Background: an optimization exercise with open tools, aiming at small area, a short achievable clock period and few clock cycles. Do not read the settings as production practice. In this exercise RTL edits were held to simulation tests only and were not proved equivalent to the original. Power is estimated from default activity; no workload was simulated.

old:
## lens_intu
module lens_intu (
    input         clk,
    input         rst,
    input         a0_mv,
    input  [3:0]  a0_port,
    input  [31:0] a0_data,
    input         a1_mv,
    input  [3:0]  a1_port,
    input  [31:0] a1_data,
    input         m_mv,
    input  [3:0]  m_port,
    input  [31:0] m_data,
    input         d_mv,
    input  [3:0]  d_port,
    input  [31:0] d_data,
    output [31:0] a0_out,
    output        a0_bwe,
    output [7:0]  a0_bidx,
    output        a0_bval,
    output [31:0] a1_out,
    output        a1_bwe,
    output [7:0]  a1_bidx,
    output        a1_bval,
    output [31:0] mlo,
    output [31:0] mhi,
    output [31:0] d_out,
    output [31:0] d_rem,
    output        d_busy,
    output        d_done,
    output        d_set16,
    output        d_set17
);
Size in the first run: ~11,000 cells after synthesis, roughly 680 flip-flops, ~370 I/O pins.
clock: 11.0 ns
lec_check: 0
abc_area: 1
cap_margin: 20
core_margin: 2
core_utilization: 60
setup_slack_margin: 5
slew_margin: 20
standard.sh (not shown) runs the stock make flow with config.mk's settings and CLKGATE_MAP_FILE= SYNTH_SCRIPT=/design/flow/synth_recipe.tcl, a recipe that flattens the netlist after the stock synthesis.
==> flow/flow/run.sh <==
#!/bin/bash
set -euo pipefail
M=6.5
sed -e "s/SETUP_SLACK_MARGIN=[0-9.]*/SETUP_SLACK_MARGIN=$M \"BUFFER_PORTS_ARGS=-buffer_cell sky130_fd_sc_hd__buf_1\"/" standard.sh > standard_tuned.sh
grep -q "SETUP_SLACK_MARGIN=$M" standard_tuned.sh
bash standard_tuned.sh > standard.log 2>&1
What ended old was a tool error in 5_1_grt; the run never finished.
Testbench counts of old, summed over its fixed seeds: cycles 37,904.
## Diff of input files: new against old
# old
export LEC_CHECK = 0
export ABC_AREA = 1
export CAP_MARGIN = 20
export CORE_MARGIN = 2
export CORE_UTILIZATION = 60
export SETUP_SLACK_MARGIN = 5
export SLEW_MARGIN = 20
create_clock -name core_clock -period 11.0 [get_ports {clk}]
# new
export LEC_CHECK = 0
export CAP_MARGIN = 20
export CORE_MARGIN = 2
export CORE_UTILIZATION = 50
export SETUP_SLACK_MARGIN = 5
export SLEW_MARGIN = 20
create_clock -name core_clock -period 11.0 [get_ports {clk}]
[summary]
Summary of the comparison: number of CTS-inserted buffers is higher in new, relative to old.
Comparing old with new, the number of synthesized register bits came out essentially unchanged.
Complex-gate fraction of the synthesized area is lower on old
The flow did not stop early for new: all stages ran, and the layout cleared the timing, DRC and antenna checks.
Against old as the reference, new delivers a lower placer's final routability congestion estimate.
Number of standard cells after synthesis in new is 12% lower than in old
old → new: total of cells resized after clock tree synthesis fell 24, post-DP HPWL fell 3.8 mm.

========
Setup of purple:
lens_intu, a different RTL version from the one above (not shown whole).
Size in the first run: ~10000 cells after synthesis, roughly 680 flip-flops.
Design lens_intu, start of the top module:
module lens_intu (
    input         clk,
    input         rst,
    input         a0_mv,
    input  [3:0]  a0_port,
    input  [31:0] a0_data,
    input         a1_mv,
    input  [3:0]  a1_port,
    input  [31:0] a1_data,
    input         m_mv,
    input  [3:0]  m_port,
    input  [31:0] m_data,
    input         d_mv,
    input  [3:0]  d_port,
    input  [31:0] d_data,
    output [31:0] a0_out,
    output        a0_bwe,
    output [7:0]  a0_bidx,
    output        a0_bval,
    output [31:0] a1_out,
    output        a1_bwe,
    output [7:0]  a1_bidx,
    output        a1_bval,
    output [31:0] mlo,
    output [31:0] mhi,
    output [31:0] d_out,
    output [31:0] d_rem,
    output        d_busy,
    output        d_done,
    output        d_set16,
    output        d_set17
);
export LEC_CHECK = 0
export ABC_AREA = 1
export CAP_MARGIN = 20
export CORE_MARGIN = 2
export CORE_UTILIZATION = 40
export SETUP_SLACK_MARGIN = 5
export SLEW_MARGIN = 20
create_clock -name core_clock -period 11.0 [get_ports {clk}]
Scripts as last shown in full above: flow/flow/run.sh
Testbench counts of purple, summed over its fixed seeds: cycles 37,904.
Relative to purple, the following input files were edited for green:
Settings: CORE_UTILIZATION now 50, was 40.
Power density over the cells: green vs purple up about 0.55%
Status: post-layout minimum cycle time parity (green, purple)
Share of power burned in combinational logic: green > purple
The lower clock-buffer cell count came out of green.

separate check: timing with driven ports:
How much do the figures lean on ideal ports? The routed layouts below were timed once more, with nothing changed but the port constraints. Step 1 (the two cells are an assumption about what drives the block):
set clk [get_ports {clk}]
set_driving_cell -lib_cell sky130_fd_sc_hd__clkbuf_16 $clk
set_driving_cell -lib_cell sky130_fd_sc_hd__buf_2 [delete_from_list [all_inputs] $clk]
Step 2 adds t to the input delays and takes it off the output delays; t is the mean of the earliest and latest rising clock arrival at the registers after step 1. Input paths then give back, and output paths get back, about the clock's delay inside the block. Three values: ideal ports, drivers, drivers and shift; two values: the first two.
| run | t (ns) | slack for setup (ns) | worst setup path after step 2 | worst register clock-pin slew, ns | cell pins on the clock port's net |
|---|---|---|---|---|---|
| new | 0.825 | 6.431 / 6.490 / 5.665 | input to register | 0.07 / 0.07 | 1 |
| purple | 0.841 | 6.497 / 6.488 / 5.722 | input to register | 0.08 / 0.08 | 1 |
| green | 0.798 | 6.498 / 6.498 / 5.753 | input to register | 0.08 / 0.08 | 1 |
After both steps setup and hold are still met in every run listed. For purple, which loses most, drivers alone change the setup slack by -0.009 ns; drivers and shift together by -0.775 ns.
